Background: an optimization exercise with open tools, aiming at small area, a short achievable clock period and few clock cycles per item. Do not read the settings as production practice. In this exercise RTL edits were held to simulation tests only and were not proved equivalent to the original.

==> inputs of branch tundra <==
Design rail_law, start of the top module:
module rail_law (
    input  wire               clk,
    input  wire               rst,
    input  wire               start,
    input  wire               op_start,
    output wire               ready,
    output reg                done,
    input  wire signed [23:0] e_in,
    input  wire [15:0]        v_mv,
    input  wire [15:0]        vbus_mv,
    input  wire [17:0]        i_ma,
    input  wire [17:0]        ilim_ma,
    input  wire [23:0]        pin_mw,
    input  wire [23:0]        pshare_mw,
    input  wire               pshare_ok,
    input  wire [15:0]        tstage,
    input  wire [5:0]         n_act,
    input  wire               slam_en,
    input  wire               iloop_en,
    input  wire               ploop_en,
    input  wire               tloop_en,
    input  wire               vnorm,
    input  wire [1:0]         band_qual,
    input  wire [23:0]        band_out,
    input  wire [23:0]        band_in,
    input  wire [15:0]        slam_max,
    input  wire [15:0]        dmax,
    input  wire [15:0]        vbus_ref_mv,
    input  wire [9:0]         rloss,
    input  wire [15:0]        tlim,
    input  wire signed [31:0] b0,
    input  wire signed [31:0] b1,
    input  wire signed [31:0] b2,
    input  wire signed [31:0] a1,
    input  wire signed [31:0] a2,
    input  wire [31:0]        kp_i,
    input  wire [31:0]        ki_i,
    input  wire [31:0]        kp_p,
    input  wire [31:0]        ki_p,
    input  wire [31:0]        kp_t,
    input  wire [31:0]        ki_t,
    output reg  [15:0]        d_rail,
    output reg  [1:0]         regime,
    output reg  [1:0]         loop,
    output reg                armed,
    output reg  [15:0]        slam_frames,
    output reg  [31:0]        slam_events,
    output reg  [31:0]        slam_timeouts,
    output reg  [31:0]        limit_frames
);
export LEC_CHECK = 0
export CAP_MARGIN = 20
export CORE_MARGIN = 2
export CORE_UTILIZATION = 40
export PLACE_DENSITY = 0.6
export SLEW_MARGIN = 20
create_clock -name core_clock -period 28.0 [get_ports {clk}]
run.sh (not shown) runs the stock make flow with config.mk's settings and CLKGATE_MAP_FILE= SYNTH_SCRIPT=/design/flow/synth_recipe.tcl, a recipe that flattens the netlist after the stock synthesis.
==> branch willow (differences from branch tundra) <==
--- a/flow/design.v
+++ b/flow/design.v
@@ -19,11 +19,11 @@
     input  wire               clk,
     input  wire               rst,
     input  wire               start,
     input  wire               op_start,
     output wire               ready,
-    output reg                done,
+    output wire               done,
     input  wire signed [23:0] e_in,
     input  wire [15:0]        v_mv,
     input  wire [15:0]        vbus_mv,
     input  wire [17:0]        i_ma,
     input  wire [17:0]        ilim_ma,
@@ -54,18 +54,18 @@
     input  wire [31:0]        ki_i,
     input  wire [31:0]        kp_p,
     input  wire [31:0]        ki_p,
     input  wire [31:0]        kp_t,
     input  wire [31:0]        ki_t,
-    output reg  [15:0]        d_rail,
+    output wire [15:0]        d_rail,
     output reg  [1:0]         regime,
-    output reg  [1:0]         loop,
+    output wire [1:0]         loop,
     output reg                armed,
     output reg  [15:0]        slam_frames,
     output reg  [31:0]        slam_events,
     output reg  [31:0]        slam_timeouts,
-    output reg  [31:0]        limit_frames
+    output wire [31:0]        limit_frames
 );
     localparam [1:0] R_LIN = 2'd0, R_UP = 2'd1, R_DN = 2'd2;
     localparam [3:0] O_B0 = 4'd0,  O_B1 = 4'd1,  O_B2 = 4'd2,  O_A1 = 4'd3,
                      O_A2 = 4'd4,  O_XR = 4'd5,  O_IP = 4'd6,  O_II = 4'd7,
                      O_PP = 4'd8,  O_PI = 4'd9,  O_TP = 4'd10, O_TI = 4'd11,
@@ -86,11 +86,17 @@
     reg                lin_m, prex_m;   
     reg                slow;
     reg [1:0]          sj;
     reg [3:0]          o1;
     reg                c1;
-    reg                v2, v3;
+    reg                v2, v3, v3f;
+    reg                done_q;
+    reg  [15:0]        d_rail_q;
+    reg  [1:0]         loop_q;
+    reg  [31:0]        lf_q;
+    reg  [15:0]        dmax_q;          
+    reg                gi;              
     reg [3:0]          o2;
     reg                sh2, last2;
     reg signed [32:0]  ma_q;
     reg signed [16:0]  mb_q;
     reg signed [65:0]  acc;
@@ -141,11 +147,11 @@
                 inc16s[i] = x[i] ^ c;
                 c = c & x[i];
             end
         end
     endfunction
-    wire [24:0] dmax_frac = (dmax == 16'hFFFF) ? 25'h100_0000 : {1'b0, dmax, 8'h00};
+    wire [24:0] dmax_frac = (dmax_q == 16'hFFFF) ? 25'h100_0000 : {1'b0, dmax_q, 8'h00};
     wire [1:0]         cr_reg = op_start ? R_LIN : regime;
     wire               cr_arm = op_start ? 1'b0 : armed;
     wire [2:0]         cr_up  = op_start ? 3'd0 : up_cnt;
     wire [2:0]         cr_dn  = op_start ? 3'd0 : dn_cnt;
     wire [15:0]        cr_sf  = op_start ? 16'd0 : slam_frames;
@@ -283,11 +289,11 @@
     assign en[O_II] = part[0];
     assign en[O_PP] = part[1];
     assign en[O_PI] = part[1];
     assign en[O_TP] = part[2];
     assign en[O_TI] = part[2];
-    assign en[O_U]  = 1'b1;
+    assign en[O_U]  = slow;
     assign en[O_G]  = 1'b1;
     reg [3:0] nxt;
     integer q;
     always @* begin
         nxt = O_G;
@@ -298,11 +304,30 @@
     wire is_l2 = (op_s1 == O_II) || (op_s1 == O_PI) || (op_s1 == O_TI);
     wire [3:0] nxt_op = (op_s1 == O_G) ? O_W :
                         (slow && is_l2) ? O_U :
                         (slow && op_s1 == O_U) ? O_G : nxt;
     wire dv_busy = (dv != D_IDLE);
-    wire signed [49:0] prod = ma_q * mb_q;
+    wire [18:0] bb = {mb_q[16], mb_q, 1'b0};
+    wire [65:0] brow [0:8];
+    wire [8:0]  bneg;
+    genvar bi;
+    generate
+        for (bi = 0; bi < 9; bi = bi + 1) begin : g_booth
+            wire [2:0]  d   = bb[2*bi +: 3];
+            wire        one = d[0] ^ d[1];
+            wire        two = (d == 3'b011) | (d == 3'b100);
+            wire        neg = d[2] & ~(d[1] & d[0]);
+            wire [33:0] m   = {ma_q[32], ma_q};
+            wire [33:0] p   = (({34{one}} & m) | ({34{two}} & {ma_q, 1'b0})) ^ {34{neg}};
+            wire [65:0] ux  = {32'd0, ~p[33], p[32:0]};
+            assign brow[bi] = ux << (2*bi);
+            assign bneg[bi] = neg;
+        end
+    endgenerate
+    wire [65:0] bnegs = {48'd0, 1'b0, bneg[8], 1'b0, bneg[7], 1'b0, bneg[6], 1'b0, bneg[5],
+                         1'b0, bneg[4], 1'b0, bneg[3], 1'b0, bneg[2], 1'b0, bneg[1], 1'b0, bneg[0]};
+    localparam [65:0] BK = -(66'h2_0000_0000 * 66'h1_5555);    
     wire signed [31:0] tb_w  = sat32_50({{8{acc[65]}}, acc[65:24]});
     wire signed [36:0] nf_w  = ~acc[65:29];
     wire signed [31:0] f_w   = sat32_50({{13{nf_w[36]}}, nf_w});
     wire signed [31:0] inc_w = sat32_50(acc[65:16]);
     wire ps2 = !sh2 && (o2 == O_B0 || o2 == O_A1 || o2 == O_IP || o2 == O_PP || o2 == O_TP);
@@ -312,18 +337,20 @@
     wire signed [65:0] add_a  = (o2 == O_G)  ? gbase :
                                 (o2 == O_XR) ? 66'sd0 :
                                 sh2          ? (acc >>> 16) :
                                 ps2          ? ((o2 == O_A1) ? init_a : 66'sd0) : acc;
     wire signed [65:0] add_b  = (o2 == O_G) ? $signed({25'd0, s_q, 16'd0}) : 66'sd0;
-    wire signed [65:0] sum    = add_a + add_b + prod;
+    wire signed [65:0] sum    = add_a + add_b + brow[0] + brow[1] + brow[2] + brow[3] + brow[4] +
+                                brow[5] + brow[6] + brow[7] + brow[8] + bnegs + BK;
     wire               tk    = (pend == P_A) || (pend == P_L);
     wire signed [31:0] cx    = (pend == P_A) ? f_w : inc_w;
     wire [1:0]         cidx  = (pend == P_A) ? 2'd0 : pk;
     wire signed [32:0] cdif  = {cx[31], cx} - {m_q[31], m_q};
     wire               c_eq1 = &cdif;
     wire               c_lt2 = cdif[32] && !c_eq1;
     wire               c_low = cx[31] && (!cx[30] || (cx[29:0] == 30'd0));    
+    wire spec_bad;
     reg signed [31:0] m_n;
     reg               has_n, e1v_n, cv_n;
     reg [1:0]         e0_n, e1_n, c_n;
     always @* begin
         m_n   = m_q;
@@ -354,23 +381,25 @@
                 end
             end
         end
         m_nx = m_n;
     end
+    assign spec_bad = tk && !slow && (!has_m || c_lt2 || c_eq1);
+    wire fastc = !slow && !(cv_n && (c_n != e0_n));
     wire signed [34:0] pp    = acc[50:16];
     wire               sat_h = !pp[34] && ((pp[33:31] != 3'd0) || (&pp[30:0]));
     wire               sat_l = pp[34] && !(&pp[33:31]);
     wire               sat_le = sat_l || (pp[34:31] == 4'hF && pp[30:0] == 31'd0);
     wire signed [31:0] dd32  = sat_h ? 32'sh7FFF_FFFF : sat_le ? -32'sh8000_0000 : pp[31:0];
     wire [16:0]        rg    = {1'b0, acc[15:0]} + {1'b0, g_eff[15:0]};
     wire               tie   = e1v && (g_eff[17:16] == 2'd0) && !rg[16];
-    wire               d_neg = dd32[31];
-    wire               d_lt  = dd32[30:0] < {6'd0, dmax_frac};
-    wire               d_eq  = dd32[30:0] == {6'd0, dmax_frac};
-    wire               d_ge  = !d_neg && !d_lt;
-    wire               d_gt  = !d_neg && !d_lt && !d_eq;
-    wire [24:0]        dclmp = d_neg ? 25'd0 : d_gt ? dmax_frac : dd32[24:0];
+    wire               d_neg = pp[34];
+    wire               d_big = |pp[33:25];
+    wire               d_lgt = pp[24:0] > dmax_frac;
+    wire               d_leq = pp[24:0] == dmax_frac;
+    wire               d_gt  = !d_neg && (d_big || d_lgt);
+    wire               d_ge  = !d_neg && (d_big || d_lgt || d_leq);
     wire [1:0] dclmp_k = d_neg ? 2'd0 : d_gt ? 2'd1 : 2'd2;
     reg [1:0]  win;
     reg [1:0]  dsel_k;
     reg        go_slow;
     always @* begin
@@ -393,15 +422,20 @@
             go_slow = (c_q != e0_q);
         end else begin
             win = tie ? e1_q : e0_q;
         end
     end
-    wire [24:0] dsel = (dsel_k == 2'd0) ? 25'd0 : (dsel_k == 2'd1) ? dmax_frac : dd32[24:0];
+    wire [24:0] dsel = (dsel_k == 2'd0) ? 25'd0 : (dsel_k == 2'd1) ? dmax_frac : pp[24:0];
     wire        fin_ok = !slow || sat_le;
-    wire [24:0] d_sum   = dd32[24:0] + 25'd128;
+    wire [24:0] d_sum   = pp[24:0] + 25'd128;
     wire [15:0] d16_d   = d_sum[24] ? 16'hFFFF : d_sum[23:8];
-    wire [15:0] d16     = (dsel_k == 2'd0) ? 16'd0 : (dsel_k == 2'd1) ? dmax : d16_d;
+    wire [15:0] d16     = (dsel_k == 2'd0) ? 16'd0 : (dsel_k == 2'd1) ? dmax_q : d16_d;
+    wire [31:0] lf_n    = (win != 2'd0 && !(&lf_q)) ? lf_q + 32'd1 : lf_q;
+    assign done         = done_q | v3f;
+    assign d_rail       = v3f ? d16 : d_rail_q;
+    assign loop         = v3f ? win : loop_q;
+    assign limit_frames = v3f ? lf_n : lf_q;
     wire [3:0] partx = {part, lin_m};
     reg  [1:0] sj_nx;
     integer q2;
     always @* begin
         sj_nx = 2'd3;
@@ -430,20 +464,21 @@
         last2 <= last1;
         acc   <= sh2 ? {sum[49:0], acc[15:0]} : sum;
     end
     always @(posedge clk) begin
         if (rst) begin
-            done          <= 1'b0;
+            done_q        <= 1'b0;
             run           <= 1'b0;
-            d_rail        <= 16'd0;
+            d_rail_q      <= 16'd0;
             regime        <= R_LIN;
-            loop          <= 2'd0;
+            loop_q        <= 2'd0;
+            v3f           <= 1'b0;
             armed         <= 1'b0;
             slam_frames   <= 16'd0;
             slam_events   <= 32'd0;
             slam_timeouts <= 32'd0;
-            limit_frames  <= 32'd0;
+            lf_q          <= 32'd0;
             up_cnt        <= 3'd0;
             dn_cnt        <= 3'd0;
             slam_en_q     <= 1'b0;
             epv           <= 3'd0;
             v2            <= 1'b0;
@@ -451,12 +486,20 @@
             slow          <= 1'b0;
             pend          <= P_NONE;
             dv            <= D_IDLE;
             dec           <= 1'b0;
         end else begin
-            done <= 1'b0;
-            v3 <= run && v2 && (o2 == O_G);
+            done_q <= 1'b0;
+            v3f    <= 1'b0;
+            if (v3f) begin
+                d_rail_q <= d16;
+                loop_q   <= win;
+                s_q      <= dsel;
+                lf_q     <= lf_n;
+            end
+            v3  <= run && v2 && (o2 == O_G) && !spec_bad && !fastc;
+            v3f <= run && v2 && (o2 == O_G) && !spec_bad && fastc;
             if (run) begin
                 if (v2 && last2)
                     pend <= (o2 == O_B2) ? P_B :
                             (o2 == O_A2) ? P_A :
                             (o2 == O_II || o2 == O_PI || o2 == O_TI) ? P_L : P_NONE;
@@ -481,68 +524,87 @@
             end
             if (go) begin
                 run     <= 1'b1;
                 dec     <= 1'b1;
                 in_band <= in_band_c;
+                dmax_q  <= dmax;
                 sfm     <= slam_frames >= slam_max;
                 part    <= part_c;
                 above   <= above_c;
                 below   <= below_c;
                 slow    <= 1'b0;
                 has_m   <= 1'b0;
                 e1v     <= 1'b0;
                 cv      <= 1'b0;
                 pend    <= P_NONE;
+                gi      <= 1'b0;
                 v2      <= 1'b1;
                 o1      <= last1 ? O_B1 : O_B0;
                 c1      <= !last1;
             end else if (run) begin
                 if (v3 && fin_ok && !go_slow) begin
-                    run    <= 1'b0;
-                    done   <= 1'b1;
-                    v2     <= 1'b0;
-                    d_rail <= d16;
-                    loop   <= win;
-                    s_q    <= dsel;
-                    if (win != 2'd0)
-                        limit_frames <= inc32s(limit_frames);
+                    run      <= 1'b0;
+                    done_q   <= 1'b1;
+                    v2       <= 1'b0;
+                    d_rail_q <= d16;
+                    loop_q   <= win;
+                    s_q      <= dsel;
+                    lf_q     <= lf_n;
                     if (part[0]) ep0 <= err_i;
                     if (part[1]) ep1 <= err_p;
                     if (part[2]) ep2 <= err_t;
                     epv <= part;
                 end else if (v3) begin
                     slow <= 1'b1;
                     sj   <= sj_go;
                     v2   <= 1'b0;
+                    gi   <= 1'b0;
                     c1   <= 1'b0;
                     o1   <= (sj_go == 2'd0) ? O_G : (sj_go == 2'd1) ? O_IP :
                             (sj_go == 2'd2) ? O_PP : O_TP;
                 end else if (o1 == O_W) begin
                     v2 <= 1'b0;
                 end else if (o1 == O_U) begin
                     v2 <= 1'b0;
                     o1 <= nxt_op;
+                end else if (o1 == O_G && gi) begin
+                    v2 <= spec_bad;
+                    gi <= 1'b0;
+                    o1 <= O_W;
                 end else if (o1 == O_G && dv_busy) begin
                     v2 <= 1'b0;
+                end else if (o1 == O_G) begin
+                    v2 <= 1'b1;
+                    gi <= 1'b1;
                 end else begin
                     v2    <= 1'b1;
                     if (!last1)
                         c1 <= 1'b1;
                     else begin
                         c1 <= 1'b0;
                         o1 <= nxt_op;
                     end
                 end
             end
+            if (run && v2 && o2 == O_G && !spec_bad && fastc) begin
+                run <= 1'b0;
+                v2  <= 1'b0;
+                gi  <= 1'b0;
+                o1  <= O_W;
+                if (part[0]) ep0 <= err_i;
+                if (part[1]) ep1 <= err_p;
+                if (part[2]) ep2 <= err_t;
+                epv <= part;
+            end
             if (run && dec) begin
                 dec    <= 1'b0;
                 lin_m  <= lin_c;
                 prex_m <= pre & !op_start;
                 if (dn_c) begin
-                    run  <= 1'b0;
-                    done <= 1'b1;
-                    v2   <= 1'b0;
+                    run    <= 1'b0;
+                    done_q <= 1'b1;
+                    v2     <= 1'b0;
                 end else if (!lin_c) begin
                     o1 <= part[0] ? O_IP : part[1] ? O_PP : part[2] ? O_TP : O_U;
                     c1 <= 1'b0;
                 end else if (pre && !op_start) begin
                     o1 <= O_B0;
==> summary.md <==
| Metric | Value |
|---|---|
| Number of diodes | `38` |
| Mux contribution to synthesized area | `about 3.9%` |
| Clk sink count | `around 650` |
| Commonest cells after routing, fill and taps aside | `nand2_1, inv_1, clkdlybuf4s50_1` |
| CP max stage cell | `clkdlybuf4s50_1` |
| Status | `complete, no violations` |
| Vias in the first global route | `about 76000` |
| Worst-Skew Late Latency | `roughly 0.76 ns` |
| Synth top area share | `18.41%` |
| Multi-input logic area | `about 59000 µm²` |
(the above is from branch tundra)
==> summary.md <==
| Metric | Value |
|---|---|
| Multi-input logic area | `53610 µm²` |
| Synth top area share | `15.66%` |
| Worst-Skew Late Latency | `around 0.73 ns` |
| Vias in the first global route | `72461` |
| Status | `complete, no violations` |
| Clk sink count | `683` |
| CP max stage cell | `nand3_1` |
| Commonest cells after routing, fill and taps aside | `nand2_1, clkdlybuf4s50_1, ha_1` |
(the above is from branch willow)
Testbench counts of branch tundra, summed over its fixed seeds: cycles 135,303, frames 9,600.
Testbench counts of branch willow, summed over its fixed seeds: cycles 121,620, frames 9,600.

re-timing with driven ports:
In the flow no input, the clock included, has a driving cell. The finished layouts below were timed again as built, in two steps.
Step 1 (the two cells are an assumption about what drives the block):
set clk [get_ports {clk}]
set_driving_cell -lib_cell sky130_fd_sc_hd__clkbuf_16 $clk
set_driving_cell -lib_cell sky130_fd_sc_hd__buf_2 [delete_from_list [all_inputs] $clk]
Step 2 adds t to the input delays and takes it off the output delays; t is the mean of the earliest and latest rising clock arrival at the registers after step 1. Input paths then give back, and output paths get back, about the clock's delay inside the block.
Three values: ideal ports, drivers, drivers and shift; two values: the first two.
| run | shift t [ns] | setup slack, ns | clock arrival spread, ns | worst slew at a driven data input, ns |
|---|---|---|---|---|
| branch tundra | 0.830 | 17.587 / 17.655 / 16.825 | 0.064 / 0.064 | 0.21 |
| branch willow | 0.774 | 15.570 / 15.476 / 16.250 | 0.093 / 0.092 | 0.27 |
After both steps every run listed still meets setup and hold. The setup slack of branch tundra, which loses most, moves by +0.068 ns with the drivers and by -0.762 ns with both steps.
